From an optimization exercise on the open Yosys and OpenROAD flow, aimed at small area and a short achievable clock period; shortcuts taken in it are not production practice. Function not checked in this run: the RTL went through the layout flow alone. No activity file was given, so power comes from the tool's default toggle rates.

<file path="flow/design.v">
module frer_recov (
    input  wire        clk,
    input  wire        rst,              
    input  wire        cfg_we,
    input  wire [2:0]  cfg_stream,
    input  wire        cfg_en,           
    input  wire [5:0]  cfg_hist_len_m1,  
    input  wire [10:0] cfg_reset_fr,     
    input  wire        cfg_recov_reset,  
    input  wire        in_valid,
    input  wire [2:0]  in_stream,
    input  wire        in_tagged,
    input  wire [15:0] in_seq,
    input  wire        tick,
    output reg         out_valid,
    output reg         out_pass,
    output reg  [2:0]  out_why,
    input  wire        rd_en,
    input  wire [2:0]  rd_stream,
    input  wire [3:0]  rd_sel,
    output reg         rd_valid,
    output reg  [15:0] rd_data
);
    localparam NS = 8;
    localparam [2:0] WHY_PASS     = 3'd0;
    localparam [2:0] WHY_OOO      = 3'd1;
    localparam [2:0] WHY_DUP      = 3'd2;
    localparam [2:0] WHY_ROGUE    = 3'd3;
    localparam [2:0] WHY_TAGLESS  = 3'd4;
    localparam [2:0] WHY_DISABLED = 3'd5;
    reg        en    [0:NS-1];
    reg [5:0]  hl_m1 [0:NS-1];
    reg [9:0]  rfr_m1[0:NS-1];
    integer s, k;
    wire       c_en_old = en[cfg_stream];
    wire [5:0] c_hl_old = hl_m1[cfg_stream];
    wire       c_rst    = cfg_recov_reset || (cfg_en != c_en_old) ||
                          (cfg_hist_len_m1 != c_hl_old);
    wire [10:0] c_rfr_m1 = cfg_reset_fr - 11'd1;
    always @(posedge clk) begin
        for (s = 0; s < NS; s = s + 1) begin
            if (rst)
                en[s] <= 1'b0;
            else if (cfg_we && cfg_stream == s[2:0])
                en[s] <= cfg_en;
            if (cfg_we && cfg_stream == s[2:0]) begin
                hl_m1[s]  <= cfg_hist_len_m1;
                rfr_m1[s] <= c_rfr_m1[9:0];
            end
        end
    end
    reg        p_rst;
    reg        p_cfg_rst;        
    reg [2:0]  p_cfg_stream;
    reg        p_tick;
    reg        p_rd_clr;         
    reg [2:0]  p_rd_stream;
    reg [2:0]  p_rd_cnt;
    reg [2:0]  p_stream;         
    reg [15:0] p_seq;
    reg        p_ta;             
    reg [5:0]  p_hl_m1;
    reg [5:0]  p_diff;           
    reg [63:0] p_hist;           
    reg        take_any [0:NS-1];
    reg [15:0] recov_seq[0:NS-1];
    reg [63:0] hist     [0:NS-1];
    reg [9:0]  since    [0:NS-1];
    reg [15:0] cnt      [0:NS-1][0:7];
    reg        st_take_any [0:NS-1];
    reg [15:0] st_recov    [0:NS-1];
    reg [63:0] st_hist     [0:NS-1];
    reg [9:0]  st_since    [0:NS-1];
    reg [15:0] st_cnt      [0:NS-1][0:7];
    wire       f_pass = out_valid && out_pass;
    wire       f_fwd  = f_pass && out_why == WHY_PASS && !p_ta;
    wire [6:0] f_hl   = {1'b0, p_hl_m1} + 7'd1;
    wire [5:0] f_back = 6'd0 - p_diff;
    reg [63:0] f_hist;
    always @(*) begin
        if (p_ta)
            f_hist = 64'd1;
        else if (out_why == WHY_OOO)
            f_hist = p_hist | (64'd1 << f_back);
        else
            f_hist = ((p_hist << p_diff) | 64'd1) & ~({64{1'b1}} << f_hl);
    end
    wire [6:0]  f_lo = f_hl - {1'b0, p_diff};
    reg  [63:0] f_seen;
    integer j;
    always @(*)
        for (j = 0; j < 64; j = j + 1)
            f_seen[j] = p_hist[j] && (j >= f_lo);
    function [6:0] ones64;
        input [63:0] v;
        reg [1:0] a [0:31];
        reg [2:0] b [0:15];
        reg [3:0] c [0:7];
        reg [4:0] d [0:3];
        reg [5:0] e [0:1];
        integer i;
        begin
            for (i = 0; i < 32; i = i + 1) a[i] = {1'b0, v[2*i]} + {1'b0, v[2*i+1]};
            for (i = 0; i < 16; i = i + 1) b[i] = {1'b0, a[2*i]} + {1'b0, a[2*i+1]};
            for (i = 0; i < 8; i = i + 1)  c[i] = {1'b0, b[2*i]} + {1'b0, b[2*i+1]};
            for (i = 0; i < 4; i = i + 1)  d[i] = {1'b0, c[2*i]} + {1'b0, c[2*i+1]};
            for (i = 0; i < 2; i = i + 1)  e[i] = {1'b0, d[2*i]} + {1'b0, d[2*i+1]};
            ones64 = {1'b0, e[0]} + {1'b0, e[1]};
        end
    endfunction
    wire [6:0] f_lost = {1'b0, p_diff} - ones64(f_seen);
    function [15:0] sat_inc;
        input [15:0] a;
        input [6:0]  b;
        reg   [16:0] t;
        begin
            t = {1'b0, a} + {10'd0, b};
            sat_inc = t[16] ? 16'hFFFF : t[15:0];
        end
    endfunction
    reg        hit, upd, cr, ta1, fire, clr;
    reg [9:0]  base;
    reg [6:0]  inc [0:7];
    always @(*) begin
        for (s = 0; s < NS; s = s + 1) begin
            hit = out_valid && p_stream == s[2:0];
            upd = hit && out_pass;
            cr  = p_cfg_rst && p_cfg_stream == s[2:0];
            ta1  = upd ? 1'b0 : take_any[s];
            base = upd ? 10'd0 : since[s];
            st_recov[s] = (upd && out_why == WHY_PASS) ? p_seq : recov_seq[s];
            st_hist[s]  = upd ? f_hist : hist[s];
            if (cr) begin
                ta1 = 1'b1;
                st_hist[s] = 64'd0;
            end
            fire = 1'b0;
            st_since[s] = base;
            if (p_tick && en[s] && !ta1) begin
                st_since[s] = base + 10'd1;
                if (base >= rfr_m1[s]) begin
                    fire = 1'b1;
                    ta1  = 1'b1;
                end
            end
            st_take_any[s] = ta1;
            for (k = 0; k < 8; k = k + 1)
                inc[k] = 7'd0;
            if (hit) begin
                inc[0] = {6'd0, out_pass};
                inc[1] = {6'd0, out_why == WHY_DUP};
                inc[2] = {6'd0, out_why == WHY_OOO};
                inc[3] = {6'd0, out_why == WHY_ROGUE};
                inc[6] = {6'd0, out_why == WHY_TAGLESS};
                inc[7] = {6'd0, out_why == WHY_DISABLED};
                if (f_fwd)
                    inc[4] = f_lost;
            end
            inc[5] = {6'd0, fire};
            for (k = 0; k < 8; k = k + 1) begin
                clr = p_rd_clr && p_rd_stream == s[2:0] && p_rd_cnt == k[2:0];
                st_cnt[s][k] = sat_inc(clr ? 16'd0 : cnt[s][k], inc[k]);
            end
            if (p_rst) begin
                st_take_any[s] = 1'b1;
                st_recov[s]    = 16'd0;
                st_hist[s]     = 64'd0;
                for (k = 0; k < 8; k = k + 1)
                    st_cnt[s][k] = 16'd0;
            end
        end
    end
    always @(posedge clk) begin
        for (s = 0; s < NS; s = s + 1) begin
            take_any[s]  <= st_take_any[s];
            recov_seq[s] <= st_recov[s];
            hist[s]      <= st_hist[s];
            since[s]     <= st_since[s];
            for (k = 0; k < 8; k = k + 1)
                cnt[s][k] <= st_cnt[s][k];
        end
    end
    wire        s_en       = en[in_stream];
    wire [5:0]  s_hl_m1    = hl_m1[in_stream];
    wire [6:0]  s_hl       = {1'b0, s_hl_m1} + 7'd1;
    wire        s_take_any = st_take_any[in_stream];
    wire [15:0] s_recov    = st_recov[in_stream];
    wire [63:0] s_hist     = st_hist[in_stream];
    wire [15:0]        diff   = in_seq - s_recov;
    wire signed [16:0] delta  = {diff[15], diff};
    wire signed [16:0] hl_s   = {10'd0, s_hl};
    wire               rogue  = (delta >= hl_s) || (delta <= -hl_s);
    wire               behind = (delta <= 17'sd0);
    wire [5:0]         back   = 6'd0 - diff[5:0];
    reg        d_pass;
    reg [2:0]  d_why;
    always @(*) begin
        d_pass = 1'b0;
        if (!s_en)
            d_why = WHY_DISABLED;
        else if (!in_tagged)
            d_why = WHY_TAGLESS;
        else if (s_take_any) begin
            d_pass = 1'b1;
            d_why  = WHY_PASS;
        end else if (rogue)
            d_why = WHY_ROGUE;
        else if (behind) begin
            if (s_hist[back])
                d_why = WHY_DUP;
            else begin
                d_pass = 1'b1;
                d_why  = WHY_OOO;
            end
        end else begin
            d_pass = 1'b1;
            d_why  = WHY_PASS;
        end
    end
    reg [15:0] rd_mux;
    always @(*) begin
        case (rd_sel)
            4'd8:    rd_mux = st_recov[rd_stream];
            4'd9:    rd_mux = {15'd0, st_take_any[rd_stream]};
            4'd10:   rd_mux = st_hist[rd_stream][15:0];
            4'd11:   rd_mux = st_hist[rd_stream][31:16];
            4'd12:   rd_mux = st_hist[rd_stream][47:32];
            4'd13:   rd_mux = st_hist[rd_stream][63:48];
            4'd14:   rd_mux = 16'd0;
            4'd15:   rd_mux = 16'd0;
            default: rd_mux = st_cnt[rd_stream][rd_sel[2:0]];
        endcase
    end
    always @(posedge clk) begin
        p_rst        <= rst;
        p_cfg_rst    <= cfg_we && c_rst;
        p_cfg_stream <= cfg_stream;
        p_tick       <= tick;
        p_rd_clr     <= rd_en && !rd_sel[3];
        p_rd_stream  <= rd_stream;
        p_rd_cnt     <= rd_sel[2:0];
        p_stream     <= in_stream;
        p_seq        <= in_seq;
        p_ta         <= s_take_any;
        p_hl_m1      <= s_hl_m1;
        p_diff       <= diff[5:0];
        p_hist       <= s_hist;
        out_valid <= !rst && in_valid;
        out_pass  <= d_pass;
        out_why   <= d_why;
        rd_valid  <= !rst && rd_en;
        rd_data   <= rd_mux;
    end
endmodule
</file>
<file path="flow/run.sh">
#!/bin/bash
# synth_recipe.tcl (not shown) runs the flow's synth.tcl, then flattens the netlist and writes it again
# the make line also repeats each setting of config.mk as NAME=value (left out here)
make -C /OpenROAD-flow-scripts/flow DESIGN_CONFIG=/design/flow/config.mk WORK_HOME=/design/flow/orfs CLKGATE_MAP_FILE= SYNTH_SCRIPT=/design/flow/synth_recipe.tcl finish
</file>
<file path="flow/config.mk">
export PLATFORM = sky130hd
export DESIGN_NAME = frer_recov
export DESIGN_NICKNAME = frer_recov
export VERILOG_FILES = /design/flow/design.v
export SDC_FILE = /design/flow/constraint.sdc
export NUM_CORES = 4
export LEC_CHECK = 0
export CAP_MARGIN = 20
export CORE_MARGIN = 2
export CORE_UTILIZATION = 25
export SLEW_MARGIN = 20
</file>
<file path="flow/constraint.sdc">
create_clock -name core_clock -period 60.0 [get_ports {clk}]
set_input_delay 12.0000 -clock core_clock [delete_from_list [all_inputs] [get_ports {clk}]]
set_output_delay 12.0000 -clock core_clock [all_outputs]
set_load 0.01 [all_outputs]
</file>
==> flow_summary.yaml <==
final_layout:
  drive_above_1_share: 0.0822
  fillers: 51900
  seqCellArea_sq_mm: 0.0417
  layout.cells.non_filler: 21800
  fin_area_sq_mm: 0.139
  syn2layout_area_growth_pct: 14.6
  nNetsFinal: 15500
  multi_input_area_sq_mm: 0.0743
  final_util: 0.288
  final_cell_mix: "dfxtp_1 (1,883), nand2_1 (1,877), nor2_1 (1,577)"
  layout_commonest_cell: "dfxtp_1"
yosys:
  ys_ff_latch: 2019
  synthCells: 15200
  avgSynthCellArea_sq_um: 7.94
  synth_warnings: 20
  synth_nets: 15700
  seq_area_frac_synth: 0.345
  async_reset_ff_frac: 0
  syn-cell-area_sq_mm: 0.121
  ys_types: 107
  synth_flop_cell: "dfxtp_1"
  synth_edf_count: 128
clock_network:
  clk_pin_slew_ns: 0.06
  h-tree-depth: 4
  cts-resized-gates: 0
  postCtsSetupBuffers: 0
  numCtsBuffers: 227
  tritoncts: "yes"
  cts.sinks: 2019
  cts.path.max_buffers: 4
  clk-insertion-delay-late_ns: 0.95
  ctsHoldBuffers: 0
  root_buffer: "clkbuf_16"
placed_design:
  dp_hpwl_microns: 507000
  dpl.cell_count: 21200
  port_buffers: 75
  dpl_cell_area_sq_mm: 0.130
  gp_congestion: 1.08
worst_hold_path:
  hold_class: "reg2reg"
  hp-start: "since[5][7]"
  hold_path_depth: 2
  holdPathEnd: "since[5][8]"
power:
  clkPwrFrac: 0.402
  power_leakage_uw: 0.0486
  seq_power_share: 0.368
  p_per_area_mw_per_mm2: 27.0
  combPwrFrac: 0.230
  p_sw_uw: 1230
  p_int_uw: 2510
  ir_drop_uv: 149
  p_sw_frac: 0.330
  power_uw: 3750
routing:
  wirelength_microns: 702000
  routedWlPerCell_microns: 32.2
  first_pass_iters: 9
  route.detailed.drc: 0
  dr.first_iter.drc_count: 21900
  antenna_left: 0
  vias: 130000
  viasPerCell: 5.98
grt:
  grt_pass1_vias: 116000
  track_usage: 0.271
  antenna_found_initial: 122
  grt_overflow: 0
  grt_pass1_wl_microns: 947000
  grt_max_degree: 160
critical_path:
  rr_endpoint: "rd_data[8]"
  crit_type: "in2reg"
  r2r_slack_ns: 43.47
  r2r_cells: 50
  endpoint_kind: "flip-flop"
  cp.arrival_ns: 19.55
  cp_data_required_time_ns: 60.83
  cp-start-kind: "primary input"
  reg2reg_from: "p_hl_m1[0]"
  crit_fanout: 41
timing:
  max_slew_margin: 0.0728
  hold_violations: 0
  final_max_slew_viol_count: 0
  min_period_over_period: 0.312
  finalSetupViolations: 0
  rsz0062_at_grt: "no"
  fin_setup_tns_ns: 0
  fin_crit_ns: 18.71
  worst_slew_pin_slew_ns: 1.39
  skew_ns: 0.0585
  timing.fmax_mhz: 53.4
floorplanning:
  fp.dieArea_sq_mm: 0.489
  row_count: 255
  design.core.area_sq_mm: 0.482
  initial_core_util: 0.251
  ios: 77
  die_h_microns: 700
  die_w_microns: 700
job:
  maxCapViolCount: 0
status:
  outcome: "finished clean"
power by group through the flow:
stage	sequential (uW)	clock [uW]	combinational [uW]
finish	1380	1510	862
global route	1380	1560	919
CTS	1380	1510	857
detailed placement	1410	0	852
global placement	1410	0	844
floorplan	1400	0	493
layer usage:
metal  up-vias  wire [microns]  track usage
li1      54900               -            -
met1     63000          267000        0.344
met2      9654          278000        0.380
met3      2495           93600       0.0913
met4        62           62400        0.199
met5         -             638      0.00127
flip-flops by register name, summed over array words and instances (netlist names), 3 cells and up:
register and cells:
hl_m1 48, p_diff 6, p_hist 64, out_why 3, hist 512, p_hl_m1 6, p_rd_stream 3, p_stream 3
since 80, p_rd_cnt 3, p_cfg_stream 3, rfr_m1 80, cnt 1024, rd_data 16, p_seq 16, recov_seq 128
en 8, take_any 8
Yosys cell counts (all sizes together), types with 69 or more instances:
cell	number	area (sq um)
nand3	491	2460
nand2	1894	7110
nor4	126	813
inv	493	1850
nor2	1606	6030
mux2	81	920
a211oi	362	2740
a2111oi	91	828
o21a	128	961
a22o	133	1160
a22oi	265	1990
a221oi	157	1380
mux2i	269	2690
o2111ai	86	753
ha	369	4620
nand2b	95	594
xnor2	402	3520
and3	165	1030
o211ai	94	706
o22ai	126	788
a31oi	123	776
o21ai	520	2600
buf	185	825
dfxtp	1891	37900
nand4	259	1620
xor2	409	3580
clkbuf	805	3030
a21oi	1468	7370
a21o	82	616
fa	69	1380
nor2b	72	450
edfxtp	128	3840
and2	419	2620
nor3	342	1720
and4	78	683
cell families (layout without fill, tap and decap cells):
family	Yosys count	in the layout	synth area share
AOI/OAI and AO/OA	4249	4249	0.233
xor gates and xnor gates	811	811	0.0587
adders and majority gates	438	438	0.0496
buffers and inverters	1490	1498	0.0474
DFF	2019	2019	0.345
muxes	414	414	0.0418
other	0	100	0
and+or+nand+nor	5804	5804	0.224
critical path, cell delays in order:
cell,delay [ns]
buf_4,0.50
buf_4,0.67
nand2_1,0.40
nor2_1,0.77
a222oi_1,0.30
nand3_1,0.26
fa_1,0.24
nor2b_1,0.06
o21ai_0,0.16
a21boi_0,0.19
o21ai_0,0.55
a31oi_1,0.31
a211o_1,0.32
a21oi_1,0.17
xor2_1,0.36
inv_1,0.09
ha_1,0.32
nand3_1,0.10
a211oi_1,0.21
o21ai_0,0.10
a221oi_1,0.94
o31ai_1,0.18
o21a_1,0.24
layout make-up:
type / instances / area share
multi-input cells: 11700 / 0.536
well taps: 6425 / 0.0580
diodes: 100 / 0.00181
clock buffers: 325 / 0.0474
inverters: 500 / 0.0137
repair buffers: 590 / 0.0340
flip-flops and latches: 2019 / 0.301
clock inverters: 83 / 0.00830
metrics by stage:
stage	hold slack, ns	setup WS [ns]
after global placement	0.460	40.71
final	0.479	41.29
after detailed placement	0.464	40.72
after global routing	0.491	41.30
after floorplan	0.430	42.08
after CTS	0.473	41.70
worst max path at each step:
stage / start / endpoint / slack [ns] / cells after the start
global route: in_stream[0] / out_why[1] / 41.30 / 23
global placement: in_stream[0] / out_why[1] / 40.71 / 23
CTS: in_stream[0] / out_why[1] / 41.70 / 23
detailed placement: in_stream[0] / out_why[1] / 40.72 / 23
floorplan: in_stream[1] / out_why[1] / 42.08 / 29
finish: in_stream[0] / out_why[1] / 41.29 / 23

==> static timing again, ports no longer ideal <==
In the flow no input, the clock included, has a driving cell. The finished layout below was timed again as built, in two steps. Step 1 sets driving cells, clkbuf_16 on the clock port and buf_2 on the other inputs (assumed; they add their load-dependent delay and slew). Step 2 also shifts input and output timing later by t, the mid clock arrival at the registers, as if the neighbouring blocks saw the same clock. a / b / c = ideal ports / drivers / drivers and shift; a / b = the first two.
t (ns): 1.026
setup slack, ns: 41.286 / 41.367 / 40.341
worst register clock-pin slew, ns: 0.07 / 0.07
After both steps setup and hold are still met in this run. The setup slack of this run moves by +0.081 ns with the drivers and by -0.945 ns with both steps.
